Background: an optimization exercise with open tools, aiming at small area and a short achievable clock period. Do not read the settings as production practice. At most, simulation tests tie the RTL to the original design; equivalence was not proved. Power is estimated from default activity; no workload was simulated.

run A:
// sett_blkchk
module sett_blkchk (
    input  wire         clk,
    input  wire         rst,           
    input  wire         in_valid,
    input  wire         in_write,      
    input  wire [2:0]   in_idx,
    input  wire [73:0]  in_wword,
    input  wire [591:0] in_block,      
    input  wire [7:0]   in_rowchk,
    input  wire [73:0]  in_colchk,
    output reg          out_valid,
    output reg  [73:0]  out_word,      
    output reg  [591:0] out_block,     
    output reg  [7:0]   out_rowchk,    
    output reg  [73:0]  out_colchk,
    output reg          out_corr,      
    output reg          out_chkfix,    
    output reg          out_uncorr,    
    output reg  [2:0]   out_err_word,  
    output reg  [6:0]   out_err_bit    
);
Size: ~6300 cells after synthesis, roughly 1600 flip-flops, roughly 1500 I/O pins.
clock: 15.0 ns
lec_check: 0
cap_margin: 60
core_area: 2.3 2.72 397.7 397.28
die_area: 0 0 400 400
place_density: 0.65
slew_margin: 60
standard.sh (not shown) runs the stock make flow with config.mk's settings and CLKGATE_MAP_FILE= SYNTH_SCRIPT=/design/flow/synth_recipe.tcl, a recipe that flattens the netlist after the stock synthesis.
==> flow/flow/run.sh <==
#!/bin/bash
# Own flow: the standard ORFS layout with a few extra make settings:
# - port buffers use a plain buffer instead of the default delay-buffer cell,
# - CTS does not add dummy loads,
# - synthesis buffers are removed at floorplan instead of a timing repair there,
# - the timing repairs after CTS and global routing aim for extra setup slack
#   on the worst endpoints (the SDC is unchanged).
set -euo pipefail
EXTRA="'BUFFER_PORTS_ARGS=-buffer_cell sky130_fd_sc_hd__buf_1' 'CTS_ARGS=-sink_clustering_enable -repair_clock_nets -dont_use_dummy_load -sink_clustering_size 20 -sink_clustering_max_diameter 80' REMOVE_ABC_BUFFERS=1 SETUP_SLACK_MARGIN=10.8 TNS_END_PERCENT=10 'PLACE_PINS_ARGS=-min_distance 1 -min_distance_in_tracks'"
sed "s|\"\${@:-finish}\"|$EXTRA \"\${@:-finish}\"|" standard.sh > own_standard.sh
bash own_standard.sh > own_standard.log 2>&1
Run A | status: complete | timing, DRC, antenna: pass
[inputs] run B vs run A
Settings: swapping 0.65 for 0.72 in PLACE_DENSITY; swapping 0 0 400 400 for 0 0 380 380 in DIE_AREA; swapping 2.3 2.72 397.7 397.28 for 2.3 2.72 377.7 377.28 in CORE_AREA.
## What came out
Run B vs run A: final cell count without fillers down
Lower area growth from synthesis to layout goes to run B over run A.
After detailed routing, run A needs more wire than run B.
Compared to run A, run B has number of cells after detailed placement 1.9% lower.
Against run A, total power consumption of the routed design in run B fell by a few percent.
Any difference in net count reported at finish between run B and run A is small enough to ignore.
Of run B and run A, the run reporting the lower first-pass iteration count of the detailed router was run A.
For setup slack, run B and run A come out practically identical.
Edits applied to the flow inputs when going from run B to run C:
-- flow/flow/run.sh --
<<< run B, line 9
EXTRA="'BUFFER_PORTS_ARGS=-buffer_cell sky130_fd_sc_hd__buf_1' 'CTS_ARGS=-sink_clustering_enable -repair_clock_nets -dont_use_dummy_load -sink_clustering_size 20 -sink_clustering_max_diameter 80' REMOVE_ABC_BUFFERS=1 SETUP_SLACK_MARGIN=10.8 TNS_END_PERCENT=10 'PLACE_PINS_ARGS=-min_distance 1 -min_distance_in_tracks'"
>>> run C, line 9
EXTRA="'BUFFER_PORTS_ARGS=-buffer_cell sky130_fd_sc_hd__buf_1' 'CTS_ARGS=-sink_clustering_enable -repair_clock_nets -dont_use_dummy_load -sink_clustering_size 25 -sink_clustering_max_diameter 90' REMOVE_ABC_BUFFERS=1 SETUP_SLACK_MARGIN=10.8 TNS_END_PERCENT=0 'PLACE_PINS_ARGS=-min_distance 1 -min_distance_in_tracks'"
[summary]
- Run C: no failed stages, no open violations at the end
- Run C against run B; top achievable clock speed is down slightly.
- Number of multi-input combinational cells in the layout delta (run B -> run C): insignificant
- Max total number of vias across run C and run B: run B
- On synthesized-area fraction occupied by and/or/nand/nor cells, run C and run B are basically level.
- Looking at share of final layout cell area taken by non-clock buffers, run C sits 0.18 points lower than run B does.
- Any difference in first-pass GRT wire length between run C and run B is small enough to ignore.
- Compared with run B, in run C power now sits lower, utilization dropped 0.50 points.
Input changes introduced in run D (baseline for comparison: run C):
-- flow/flow/run.sh --
<<< run C, line 9
EXTRA="'BUFFER_PORTS_ARGS=-buffer_cell sky130_fd_sc_hd__buf_1' 'CTS_ARGS=-sink_clustering_enable -repair_clock_nets -dont_use_dummy_load -sink_clustering_size 25 -sink_clustering_max_diameter 90' REMOVE_ABC_BUFFERS=1 SETUP_SLACK_MARGIN=10.8 TNS_END_PERCENT=0 'PLACE_PINS_ARGS=-min_distance 1 -min_distance_in_tracks'"
>>> run D, line 9
EXTRA="'BUFFER_PORTS_ARGS=-buffer_cell sky130_fd_sc_hd__buf_1' 'CTS_ARGS=-sink_clustering_enable -repair_clock_nets -dont_use_dummy_load -sink_clustering_size 25 -sink_clustering_max_diameter 90' REMOVE_ABC_BUFFERS=1 SETUP_SLACK_MARGIN=10.8 TNS_END_PERCENT=10 'PLACE_PINS_ARGS=-min_distance 1 -min_distance_in_tracks'"
### Flow results
- Run D vs run C: final cycle utilization of the critical path down in run D
- Compared run C against run D; power per unit of standard cell area within noise.
- Between run C and run D, the difference in final net count is negligible.
- Run D vs. run C: hold slack went down by 0.0032 ns.
- Lower minimum clock period after layout was reported by run D, not run C.
- | cell area after layout | lower: run C |
- Compare run C and run D | count of vias placed by the detailed router lower: run C
- As far as cell-internal power is concerned, run C and run D perform about the same.

---

Another version of the RTL of sett_blkchk (not shown whole).
Size: roughly 6200 cells after synthesis, ~760 flip-flops, about 1500 I/O pins.
make LEC_CHECK=0 CAP_MARGIN=60 CORE_MARGIN=2 CORE_UTILIZATION=20 PLACE_DENSITY=0.3 SETUP_SLACK_MARGIN=5 SLEW_MARGIN=60 finish   # period 15.0 ns
run.sh (not shown) runs the stock make flow with config.mk's settings and CLKGATE_MAP_FILE= SYNTH_SCRIPT=/design/flow/synth_recipe.tcl, a recipe that flattens the netlist after the stock synthesis.
Stock flow here: none of the scripts above is used.
==> next run, changes <==
==> flow/flow/run.sh (new file) <==
#!/bin/bash
# Own flow: the standard ORFS layout with a few extra make settings:
# - port buffers use a plain buffer instead of the default delay-buffer cell,
# - CTS does not add dummy loads,
# - synthesis buffers are removed at floorplan instead of a timing repair there,
# - the timing repairs after CTS and global routing aim for extra setup slack
#   on the worst endpoints (the SDC is unchanged).
set -euo pipefail
EXTRA="'BUFFER_PORTS_ARGS=-buffer_cell sky130_fd_sc_hd__buf_1' 'CTS_ARGS=-sink_clustering_enable -repair_clock_nets -dont_use_dummy_load' REMOVE_ABC_BUFFERS=1 SETUP_SLACK_MARGIN=9.5 TNS_END_PERCENT=10"
sed "s|\"\${@:-finish}\"|$EXTRA \"\${@:-finish}\"|" standard.sh > own_standard.sh
bash own_standard.sh > own_standard.log 2>&1
==> flow/standard.sh (new file) <==
#!/bin/bash
# synth_recipe.tcl (not shown) runs the flow's synth.tcl, then flattens the netlist and writes it again
# the make line also repeats each setting of config.mk as NAME=value (left out here)
make -C /OpenROAD-flow-scripts/flow DESIGN_CONFIG=/design/flow/config.mk WORK_HOME=/design/flow/orfs CLKGATE_MAP_FILE= SYNTH_SCRIPT=/design/flow/synth_recipe.tcl "${@:-finish}"
--- a/flow/config.mk
+++ b/flow/config.mk
@@ -10,4 +10,3 @@
 export CORE_UTILIZATION = 20
 export PLACE_DENSITY = 0.3
-export SETUP_SLACK_MARGIN = 5
 export SLEW_MARGIN = 60
removed: flow/run.sh
Sequential cell count is unchanged.
Routed wire length drops slightly.
Setup slack gains 1800 ps.
Function was not checked in any run of this note: the RTL went through the layout flow alone.

-- port drivers added, routing unchanged --
How much do the figures lean on ideal ports? The routed layouts below were timed once more, with nothing changed but the port constraints. Step 1 sets driving cells, clkbuf_16 on the clock port and buf_2 on the other inputs (assumed; they add their load-dependent delay and slew). Step 2, shift: input delay + t, output delay - t, t = (earliest + latest rising clock arrival at the registers) / 2. This alone moves slack from input paths to output paths. Three values: ideal, step 1, step 2; two values: the first two.
| run | shift t [ns] | setup WS [ns] | hold WS [ns] | worst setup path after step 2 | slew at the worst register clock pin (ns) |
|---|---|---|---|---|---|
| run A | 0.794 | 10.644 / 10.564 / 9.911 | 0.452 / 0.452 / 0.452 | input to register | 0.09 / 0.09 |
| run B | 0.807 | 10.647 / 10.591 / 9.883 | 0.467 / 0.467 / 0.467 | input to register | 0.09 / 0.09 |
| run C | 0.787 | 10.605 / 10.619 / 9.860 | 0.470 / 0.470 / 0.470 | input to register | 0.11 / 0.11 |
| run D | 0.788 | 10.684 / 10.614 / 9.931 | 0.467 / 0.467 / 0.467 | input to register | 0.11 / 0.11 |
| the first run of note 2 | 0.873 | 6.280 / 6.344 / 5.471 | 2.603 / 2.535 / 3.408 | input to register | 0.07 / 0.07 |
| the second run of note 2 | 0.846 | 8.041 / 8.079 / 7.234 | 2.369 / 2.307 / 3.153 | input to register | 0.07 / 0.07 |
After both steps setup and hold are still met in every run listed. The setup slack of the first run of note 2, which loses most, moves by +0.064 ns with the drivers and by -0.809 ns with both steps.
